What follows belongs to an exercise in optimizing a design on an open flow for small area and a short achievable clock period; a production flow would make more cautious choices. Function was checked by simulation only, so behaviour that the tests miss may differ from the original.

## v6
// cvu
module cvu (
    input  wire        clk,
    input  wire        rst,           
    input  wire [1:0]  cfg_poly,      
    input  wire        cfg_guard,     
    input  wire [31:0] cfg_xor,       
    input  wire        in_valid,
    input  wire        in_first,      
    input  wire        in_last,       
    input  wire [5:0]  in_words,      
    input  wire [63:0] in_guard,      
    input  wire [2:0]  in_nbytes,     
    input  wire [63:0] in_data,       
    input  wire        sw_we,
    input  wire [1:0]  sw_addr,       
    input  wire [31:0] sw_wdata,
    output reg  [31:0] cvrun,
    output wire [31:0] cvres,
    output reg         lostf,
    output reg         matchf,
    output reg         misf,
    output reg  [15:0] cvlost,
    output wire        busy
);
    localparam DEPTH = 32;
    localparam W     = 38;            
    reg [W-1:0] ent [0:DEPTH-1];
    reg [DEPTH-1:0] rsel;             
    reg [5:0]  wp, rp;                
    reg        in_acc;                
    reg [1:0]  in_poly;               
    wire [5:0] occ  = wp - rp;
    wire [6:0] room = DEPTH - {1'b0, occ};
    wire fit0   = {1'b0, in_words} <= room;
    wire fit1   = {1'b0, in_words} <  room;
    wire start  = in_valid && in_first;
    wire admit  = start && (cfg_guard ? fit1 : fit0);
    wire lose   = start && !admit;
    wire take   = in_valid && !in_first && in_acc;
    wire gword  = admit && cfg_guard;
    wire put    = admit || take;
    wire [1:0]   bpoly  = in_first ? cfg_poly : in_poly;
    reg  [63:0]  dmask;
    integer k;
    always @(*)
        for (k = 0; k < 8; k = k + 1)
            dmask[8*k +: 8] = (k <= in_nbytes) ? 8'hFF : 8'h00;
    wire [63:0]  dm     = in_data & dmask;
    wire ld_t0 = dm[55] ^ dm[63];
    wire ld_t1 = dm[42] ^ dm[58];
    wire ld_t2 = dm[37] ^ dm[41];
    wire ld_t3 = dm[38] ^ dm[40];
    wire ld_t4 = dm[39] ^ dm[57];
    wire ld_t5 = dm[35] ^ dm[53];
    wire ld_t6 = dm[36] ^ dm[54];
    wire ld_t7 = dm[43] ^ dm[59];
    wire ld_t8 = dm[45] ^ dm[61];
    wire ld_t9 = dm[33] ^ dm[46];
  ...
Size in the first run: roughly 1400 flip-flops.
==> flow/config.mk <==
export PLATFORM = sky130hd
export DESIGN_NAME = cvu
export DESIGN_NICKNAME = cvu
export VERILOG_FILES = /design/flow/design.v
export SDC_FILE = /design/flow/constraint.sdc
export NUM_CORES = 4
export LEC_CHECK = 0
export CAP_MARGIN = 20
export CORE_MARGIN = 2
export CORE_UTILIZATION = 40
export SLEW_MARGIN = 20
==> flow/constraint.sdc <==
create_clock -name core_clock -period 20.0 [get_ports {clk}]
set_input_delay 4.0000 -clock core_clock [delete_from_list [all_inputs] [get_ports {clk}]]
set_output_delay 4.0000 -clock core_clock [all_outputs]
set_load 0.01 [all_outputs]
standard.sh (not shown) runs the stock make flow with config.mk's settings and CLKGATE_MAP_FILE= SYNTH_SCRIPT=/design/flow/synth_recipe.tcl, a recipe that flattens the netlist after the stock synthesis.
==> flow/flow/run.sh <==
#!/bin/bash
# The standard layout, with two changes to how it is made:
# - plain buf_1 cells as the port buffers (the default picks a slow
#   clock-delay buffer for them);
# - timing repair aims for more setup slack than zero, so that the layout's
#   paths come out close to the shortest clock period the ports allow.
set -euo pipefail
export BUFFER_PORTS_ARGS="-buffer_cell sky130_fd_sc_hd__buf_1"
export SETUP_SLACK_MARGIN=11.5
bash standard.sh > standard_flow.log 2>&1
Input changes introduced in v7 (baseline for comparison: v6):
diff --git a/flow/design.v b/flow/design.v
--- a/flow/design.v
+++ b/flow/design.v
@@ -597,17 +597,17 @@
     assign lg_p2[26] = 1'b0;
     assign lg_p2[27] = 1'b0;
     assign lg_p2[28] = 1'b0;
     assign lg_p2[29] = 1'b0;
     assign lg_p2[30] = 1'b0;
     assign lg_p2[31] = 1'b0;
     wire [31:0]  dr     = (bpoly == 2'd0) ? ld_p0 : (bpoly == 2'd1) ? ld_p1 : ld_p2;
-    wire [31:0]  gr     = (cfg_poly == 2'd0) ? lg_p0 : (cfg_poly == 2'd1) ? lg_p1 : lg_p2;
+    wire [31:0]  gr     = (bpoly == 2'd0) ? lg_p0 : (bpoly == 2'd1) ? lg_p1 : lg_p2;
     wire [W-1:0] w_beat = {bpoly, in_last, in_nbytes, dr};
-    wire [W-1:0] w_grd  = {cfg_poly, 1'b0, 3'd7, gr};
+    wire [W-1:0] w_grd  = {bpoly, 1'b0, 3'd7, gr};
     wire [W-1:0] din0   = (gword && !wp[0]) ? w_grd : w_beat;
     wire [W-1:0] din1   = (gword &&  wp[0]) ? w_grd : w_beat;
     wire [4:0] wp1 = wp[4:0] + 5'd1;
     integer e;
     always @(posedge clk)
         for (e = 0; e < DEPTH; e = e + 1)
             if ((put && wp[4:0] == e) || (gword && wp1 == e))
@@ -616,21 +616,28 @@
     reg        mid_item;              
     reg        pend_run, pend_exp;
     reg [31:0] pend_run_d, pend_exp_d;
     wire        apply_run = pend_run && !mid_item;
     wire        apply_exp = pend_exp && !mid_item;
     wire        nonempty  = (occ != 6'd0);
     wire        pop       = nonempty && !apply_run;
-    reg  [W-1:0] head;
+    reg  [W-1:0] hreg;
+    wire [DEPTH-1:0] nsel = pop ? {rsel[DEPTH-2:0], rsel[DEPTH-1]} : rsel;
+    reg  [W-1:0] nold;
     integer h;
     always @(*) begin
-        head = {W{1'b0}};
+        nold = {W{1'b0}};
         for (h = 0; h < DEPTH; h = h + 1)
-            head = head | ({W{rsel[h]}} & ent[h]);
+            nold = nold | ({W{nsel[h]}} & ent[h]);
     end
+    wire         bypass = (occ == 6'd0) || (occ == 6'd1 && pop);
+    wire [W-1:0] first  = gword ? w_grd : w_beat;
+    always @(posedge clk)
+        hreg <= bypass ? first : nold;
+    wire [W-1:0] head  = hreg;
     wire [31:0]  hr    = head[31:0];
     wire [2:0]   hnb   = head[34:32];
     wire         hlast = head[35];
     wire [1:0]   hpoly = head[37:36];
     wire [31:0] wv  = mid_item ? acc : cvrun;
     wire [31:0] vm  = (hpoly == 2'd2) ? {16'd0, wv[15:0]} : wv;
     wire [31:0] u   = vm ^ hr;
@@ -1073,15 +1080,15 @@
         end else begin
             if (gword)
                 wp <= wp + 6'd2;
             else if (put)
                 wp <= wp + 6'd1;
             if (start) begin
                 in_acc  <= admit;
-                in_poly <= cfg_poly;
+                in_poly <= bpoly;
             end
             if (apply_run) begin
                 cvrun <= pend_run_d;
             end else if (pop) begin
                 rp   <= rp + 6'd1;
                 rsel <= {rsel[DEPTH-2:0], rsel[DEPTH-1]};
                 if (hlast) begin
Worst hold-check slack (v7 over v6): increase, 0.018 ns. The lower minimum clock period came out of v7. Per the comparison of v7 with v6, final area moved up, pin count of the biggest net entering global routing moved down, met3 demand-to-capacity share in global routing moved up.

---

## north
Another version of the RTL of cvu (not shown whole).
For scale: roughly 6500 cells after synthesis, about 1400 flip-flops, about 300 I/O pins, ~81000 um^2 of cells after synthesis.
==> flow/config.mk <==
export PLATFORM = sky130hd
export DESIGN_NAME = cvu
export DESIGN_NICKNAME = cvu
export VERILOG_FILES = /design/flow/design.v
export SDC_FILE = /design/flow/constraint.sdc
export NUM_CORES = 4
export LEC_CHECK = 0
export CAP_MARGIN = 20
export CORE_MARGIN = 2
export CORE_UTILIZATION = 40
export SLEW_MARGIN = 20
==> flow/constraint.sdc <==
create_clock -name core_clock -period 20.0 [get_ports {clk}]
set_input_delay 4.0000 -clock core_clock [delete_from_list [all_inputs] [get_ports {clk}]]
set_output_delay 4.0000 -clock core_clock [all_outputs]
set_load 0.01 [all_outputs]
run.sh (not shown) runs the stock make flow with config.mk's settings and CLKGATE_MAP_FILE= SYNTH_SCRIPT=/design/flow/synth_recipe.tcl, a recipe that flattens the netlist after the stock synthesis.
Stock flow here: none of the scripts above is used.
> inputs changed (north -> south)
--- a/flow/design.v
+++ b/flow/design.v
@@ -19,18 +19,18 @@
     output reg         lostf,
     output reg         matchf,
     output reg         misf,
     output reg  [15:0] cvlost,
     output wire        busy
 );
     localparam DEPTH = 32;
     localparam W     = 38;            
-    reg [W-1:0] bank0 [0:DEPTH/2-1];    
-    reg [W-1:0] bank1 [0:DEPTH/2-1];    
+    reg [W-1:0] ent [0:DEPTH-1];
+    reg [DEPTH-1:0] rsel;             
     reg [5:0]  wp, rp;                
     reg        in_acc;                
     reg [1:0]  in_poly;               
     wire [5:0] occ  = wp - rp;
     wire [6:0] room = DEPTH - {1'b0, occ};
     wire fit0   = {1'b0, in_words} <= room;
     wire fit1   = {1'b0, in_words} <  room;
     wire start  = in_valid && in_first;
@@ -601,34 +601,37 @@
     assign lg_p2[30] = 1'b0;
     assign lg_p2[31] = 1'b0;
     wire [31:0]  dr     = (bpoly == 2'd0) ? ld_p0 : (bpoly == 2'd1) ? ld_p1 : ld_p2;
     wire [31:0]  gr     = (cfg_poly == 2'd0) ? lg_p0 : (cfg_poly == 2'd1) ? lg_p1 : lg_p2;
     wire [W-1:0] w_beat = {bpoly, in_last, in_nbytes, dr};
     wire [W-1:0] w_grd  = {cfg_poly, 1'b0, 3'd7, gr};
     wire [W-1:0] din0   = (gword && !wp[0]) ? w_grd : w_beat;
     wire [W-1:0] din1   = (gword &&  wp[0]) ? w_grd : w_beat;
-    wire [3:0] wrow   = wp[4:1];
-    wire [3:0] wrow1  = wrow + 4'd1;
-    wire       we0    = put && (!wp[0] || gword);
-    wire [3:0] row0   = wp[0] ? wrow1 : wrow;
-    wire       we1    = put && (wp[0] || gword);
-    always @(posedge clk) begin
-        if (we0) bank0[row0] <= din0;
-        if (we1) bank1[wrow] <= din1;
-    end
+    wire [4:0] wp1 = wp[4:0] + 5'd1;
+    integer e;
+    always @(posedge clk)
+        for (e = 0; e < DEPTH; e = e + 1)
+            if ((put && wp[4:0] == e) || (gword && wp1 == e))
+                ent[e] <= (e % 2 == 0) ? din0 : din1;
     reg [31:0] acc;
     reg        mid_item;              
     reg        pend_run, pend_exp;
     reg [31:0] pend_run_d, pend_exp_d;
     wire        apply_run = pend_run && !mid_item;
     wire        apply_exp = pend_exp && !mid_item;
     wire        nonempty  = (occ != 6'd0);
     wire        pop       = nonempty && !apply_run;
-    wire [W-1:0] head  = rp[0] ? bank1[rp[4:1]] : bank0[rp[4:1]];
+    reg  [W-1:0] head;
+    integer h;
+    always @(*) begin
+        head = {W{1'b0}};
+        for (h = 0; h < DEPTH; h = h + 1)
+            head = head | ({W{rsel[h]}} & ent[h]);
+    end
     wire [31:0]  hr    = head[31:0];
     wire [2:0]   hnb   = head[34:32];
     wire         hlast = head[35];
     wire [1:0]   hpoly = head[37:36];
     wire [31:0] wv  = mid_item ? acc : cvrun;
     wire [31:0] vm  = (hpoly == 2'd2) ? {16'd0, wv[15:0]} : wv;
     wire [31:0] u   = vm ^ hr;
     wire [63:0] win = {32'd0, u} << {~hnb, 3'b000};
@@ -1051,16 +1054,17 @@
             pend_run_d <= sw_wdata;
         if (sw_we && sw_addr == 2'd1)
             pend_exp_d <= sw_wdata;
     end
     always @(posedge clk) begin
         if (rst) begin
             wp         <= 6'd0;
             rp         <= 6'd0;
+            rsel       <= {{(DEPTH-1){1'b0}}, 1'b1};
             in_acc     <= 1'b0;
             in_poly    <= 2'd0;
             cvrun      <= 32'd0;
             mid_item   <= 1'b0;
             pend_run   <= 1'b0;
             pend_exp   <= 1'b0;
             lostf      <= 1'b0;
             matchf     <= 1'b0;
@@ -1073,17 +1077,18 @@
                 wp <= wp + 6'd1;
             if (start) begin
                 in_acc  <= admit;
                 in_poly <= cfg_poly;
             end
             if (apply_run) begin
                 cvrun <= pend_run_d;
             end else if (pop) begin
-                rp  <= rp + 6'd1;
+                rp   <= rp + 6'd1;
+                rsel <= {rsel[DEPTH-2:0], rsel[DEPTH-1]};
                 if (hlast) begin
                     cvrun    <= acc_next;
                     mid_item <= 1'b0;
                 end else begin
                     mid_item <= 1'b1;
                 end
             end
             if (sw_we && sw_addr == 2'd0) begin
Notes after the runs:
- Diff north -> south: core utilization picked up an extra 0.35 points, via count saw an increase, routed wire length on met3 went up.
- north has higher post-layout minimum cycle time than south.
- Higher number of buffers other than clock buffers in the final layout among south and north: south
- south vs. north: area overhead of the layout relative to synthesis went up by 1.3 points, worst hold margin went up by 0.015 ns, post-route cell area went down by 2.0%.
- Comparing south and north, wire length is lower on north.
- In the reports for south and north, the smaller met3 track utilization from global routing belongs to north.

separate check: timing with driven ports:
Ports are ideal in the flow. The routed layouts listed here were re-timed in OpenROAD. Step 1 assumes that a clkbuf_16 drives the clock port and a buf_2 every other input. Step 2 adds t to the input delays and takes it off the output delays; t is the mean of the earliest and latest rising clock arrival at the registers after step 1. Input paths then give back, and output paths get back, about the clock's delay inside the block. Slacks: no drivers / after step 1 / after step 2; pairs: no drivers / after step 1.
run	t (ns)	setup WS [ns]	worst register clock-pin slew, ns	worst slew at a driven data input, ns	cell pins on the clock port's net
v6	0.858	11.031 / 10.990 / 10.828	0.07 / 0.07	0.07	1
v7	0.900	11.177 / 11.139 / 10.738	0.07 / 0.07	0.21	1
north	0.853	10.019 / 9.984 / 9.812	0.07 / 0.07	0.09	1
south	0.859	10.500 / 10.481 / 9.788	0.07 / 0.07	0.18	1
After both steps setup and hold are still met in every run listed. For south, which loses most, drivers alone change the setup slack by -0.019 ns; drivers and shift together by -0.712 ns.
